This design comes from an exercise in tuning for small area, a short achievable clock period and few clock cycles per item on the open sky130 flow, not from production work. At most, simulation tests tie the RTL to the original design; equivalence was not proved.

// elrek_tx
module elrek_tx (
    input  wire         clk,
    input  wire         rst,
    input  wire [30:0]  seed,
    input  wire         st_valid,
    output wire         st_ready,
    input  wire [3:0]   st_type,
    input  wire [3:0]   st_seq,
    input  wire [511:0] st_payload,
    output reg          tx_valid,
    output reg  [31:0]  tx_data
);
Size: roughly 2600 cells after synthesis, about 590 I/O pins.
Settings: LEC_CHECK=0, CAP_MARGIN=20, CORE_MARGIN=2, CORE_UTILIZATION=45, SLEW_MARGIN=20, SYNTH_HIERARCHICAL=1; clock period 80.0 ns.
standard.sh (not shown) runs the stock make flow with config.mk's settings and CLKGATE_MAP_FILE= SYNTH_SCRIPT=/design/flow/synth_recipe.tcl, a recipe that flattens the netlist after the stock synthesis.
==> flow/flow/run.sh <==
#!/bin/bash
# The standard layout (standard.sh), with these ORFS settings changed:
#  - ABC_LOAD_IN_FF=1: ABC sizes the small one-gate modules of the datapath
#    for a light load instead of upsizing them;
#  - port buffers use the smallest buffer cell (buf_1) rather than the delay
#    cell that buffer_ports picks by default;
#  - clock tree: clkbuf_16 buffers, sinks clustered in groups of up to 24
#    within 120 um, no dummy loads;
#  - repair_timing aims at a setup slack of 63.3 ns (the clock is 80 ns, the
#    I/O delays 16 ns each), without cloning gates.
# Each ORFS step keeps its own log under orfs/logs; make's output goes to
# standard.log.
set -euo pipefail
bash standard.sh ABC_LOAD_IN_FF=1 SETUP_SLACK_MARGIN=63.3 SKIP_GATE_CLONING=1 \
    "BUFFER_PORTS_ARGS=-buffer_cell sky130_fd_sc_hd__buf_1" \
    "CTS_ARGS=-sink_clustering_enable -repair_clock_nets -sink_clustering_size 24 -sink_clustering_max_diameter 120 -buf_list sky130_fd_sc_hd__clkbuf_16 -dont_use_dummy_load" \
    finish > standard.log 2>&1
Testbench counts at the start, summed over its fixed seeds: cycles 52,836, items 3,200.
Change:
Settings changed: CORE_UTILIZATION 45 to 55.
Result: The changed run went through all stages and came out clean. Design area drops by 0.71%. First-iteration DRC count climbs by 22%. Maximum frequency barely changes. Area after synthesis is unchanged. Non-clock buffer count drops by 7. Wire length drops by 2.9%. Cell count drops by 5.0%. Synthesized cell count does not change. Clock skew climbs by 0.017 ns.
Change:
Settings changed: CORE_UTILIZATION 55 to 62.
Wire length falls by a few percent.
Non-clock buffer count is unchanged.
Via count came out higher slightly.
Worst setup slack gets worse by 0.041 ns.
Cell count drops slightly.
Die area shrinks by roughly a tenth.
Design area goes down slightly.
Area after synthesis is unchanged.
Synthesized cell count is unchanged.
Change:
--- a/flow/flow/run.sh
+++ b/flow/flow/run.sh
@@ -16 +16 @@
-    "CTS_ARGS=-sink_clustering_enable -repair_clock_nets -sink_clustering_size 24 -sink_clustering_max_diameter 120 -buf_list sky130_fd_sc_hd__clkbuf_16 -dont_use_dummy_load" \
+    "CTS_ARGS=-sink_clustering_enable -repair_clock_nets -sink_clustering_size 28 -sink_clustering_max_diameter 100 -buf_list sky130_fd_sc_hd__clkbuf_16 -dont_use_dummy_load" \
Settings changed: CORE_UTILIZATION 62 to 55.
Area after synthesis stays the same.
Register-to-register slack is better by 0.05 ns.
Routed wire length grows by a few percent.
Sequential share of layout area hardly moves.
Die area grows by roughly a tenth.
Non-clock buffer count stays the same.
Utilization is lower by 7.5 points.

========
## try-onyx
Another version of the RTL of elrek_tx (not shown whole).
For scale: roughly 3300 cells after synthesis, roughly 660 flip-flops, roughly 590 I/O pins, roughly 40000 um2 of cells after synthesis.
==> flow/config.mk <==
export PLATFORM = sky130hd
export DESIGN_NAME = elrek_tx
export DESIGN_NICKNAME = elrek_tx
export VERILOG_FILES = /design/flow/design.v
export SDC_FILE = /design/flow/constraint.sdc
export NUM_CORES = 8
export LEC_CHECK = 0
export CAP_MARGIN = 20
export CORE_MARGIN = 2
export CORE_UTILIZATION = 55
export CTS_BUF_LIST = sky130_fd_sc_hd__clkbuf_8
export CTS_CLUSTER_SIZE = 30
export SLEW_MARGIN = 20
==> flow/constraint.sdc <==
create_clock -name core_clock -period 80.0 [get_ports {clk}]
set_input_delay 16.0000 -clock core_clock [delete_from_list [all_inputs] [get_ports {clk}]]
set_output_delay 16.0000 -clock core_clock [all_outputs]
set_load 0.01 [all_outputs]
==> flow/flow/run.sh <==
#!/bin/bash
set -euo pipefail
export BUFFER_PORTS_ARGS="-buffer_cell sky130_fd_sc_hd__buf_1"
bash standard.sh > standard.log 2>&1
Setup changes, try-onyx to try-sierra
==> flow/run.sh (new file) <==
#!/bin/bash
# synth_recipe.tcl (not shown) runs the flow's synth.tcl, then flattens the netlist and writes it again
# the make line also repeats each setting of config.mk as NAME=value (left out here)
make -C /OpenROAD-flow-scripts/flow DESIGN_CONFIG=/design/flow/config.mk WORK_HOME=/design/flow/orfs CLKGATE_MAP_FILE= SYNTH_SCRIPT=/design/flow/synth_recipe.tcl finish
diff --git a/flow/config.mk b/flow/config.mk
--- a/flow/config.mk
+++ b/flow/config.mk
@@ -9,5 +9,3 @@
 export CORE_MARGIN = 2
-export CORE_UTILIZATION = 55
-export CTS_BUF_LIST = sky130_fd_sc_hd__clkbuf_8
-export CTS_CLUSTER_SIZE = 30
+export CORE_UTILIZATION = 40
 export SLEW_MARGIN = 20
removed: flow/flow/run.sh
removed: flow/standard.sh
### Flow results
- The worst setup slack of try-sierra falls short of that of try-onyx by 0.27 ns.
- Compared with try-onyx, try-sierra shows a worst clock skew on the final layout that is 0.048 ns lower.
- Compared with try-onyx, in try-sierra cell area climbed 4400 um2, placed instance count climbed 344, count of inserted antenna diode cells dropped 24.
- Per the comparison of try-sierra with try-onyx, non-clock buffer count increased by 3 relative to the old numbers; hold slack decreased by 0.0049 ns relative to the old numbers.
- When try-sierra is measured against try-onyx, its growth of design area from synthesis to finish turns out 11 points higher.
- [compare] base=try-onyx new=try-sierra: sequential share of layout area fell 3.8 points, timing-limited maximum frequency lost 0.87 MHz.
> inputs changed (try-sierra -> try-lagoon)
==> flow/flow/run.sh (new file) <==
#!/bin/bash
set -euo pipefail
export BUFFER_PORTS_ARGS="-buffer_cell sky130_fd_sc_hd__buf_1"
bash standard.sh > standard.log 2>&1
==> flow/standard.sh (new file) <==
#!/bin/bash
# synth_recipe.tcl (not shown) runs the flow's synth.tcl, then flattens the netlist and writes it again
# the make line also repeats each setting of config.mk as NAME=value (left out here)
make -C /OpenROAD-flow-scripts/flow DESIGN_CONFIG=/design/flow/config.mk WORK_HOME=/design/flow/orfs CLKGATE_MAP_FILE= SYNTH_SCRIPT=/design/flow/synth_recipe.tcl "${@:-finish}"
removed: flow/run.sh
### Flow results
Wire: try-lagoon routes less than try-sierra. try-lagoon: number of cells on the worst reg-to-reg path 2 above try-sierra. Finished layout cell area (lower): try-lagoon. Compared with try-sierra, in try-lagoon worst setup slack rose by 0.22 ns, highest clock frequency the design can meet now sits higher.
Function was not checked in any run of this note: the RTL went through the layout flow alone.

[static timing again, ports no longer ideal]
Ports are ideal in the flow. The routed layouts listed here were re-timed in OpenROAD.
Step 1: set_driving_cell puts a clkbuf_16 on clk and a buf_2 on each other input, an assumption about the parent block.
Step 2 moves the port delays by t, midway between the first and last clock arrival at a register: inputs arrive t later, outputs are due t later. That takes back most of the time a late clock gives input paths.
a / b / c = ideal / step 1 / step 2; a / b = the first two.
run | t, ns | slack for setup (ns) | hold WS [ns] | worst setup path after step 2 | pins driven straight from the clock port
the first run of note 1 | 0.649 | 62.973 / 62.900 / 62.776 | 0.533 / 0.533 / 0.533 | input to register | 1
the second run of note 1 | 0.637 | 62.958 / 62.888 / 62.732 | 0.543 / 0.543 / 0.543 | input to register | 1
the third run of note 1 | 0.700 | 62.916 / 62.853 / 62.669 | 0.536 / 0.536 / 0.536 | input to register | 1
the fourth run of note 1 | 0.699 | 62.887 / 62.818 / 62.703 | 0.539 / 0.539 / 0.539 | input to register | 1
try-onyx | 0.808 | 62.403 / 62.335 / 62.327 | 0.585 / 0.585 / 0.585 | input to register | 1
try-sierra | 0.732 | 62.130 / 62.056 / 62.421 | 0.580 / 0.580 / 0.580 | input to register | 1
try-lagoon | 0.726 | 62.351 / 62.276 / 62.384 | 0.569 / 0.569 / 0.569 | input to register | 1
After both steps every run listed still meets setup and hold. The setup slack of the third run of note 1, which loses most, moves by -0.063 ns with the drivers and by -0.247 ns with both steps.
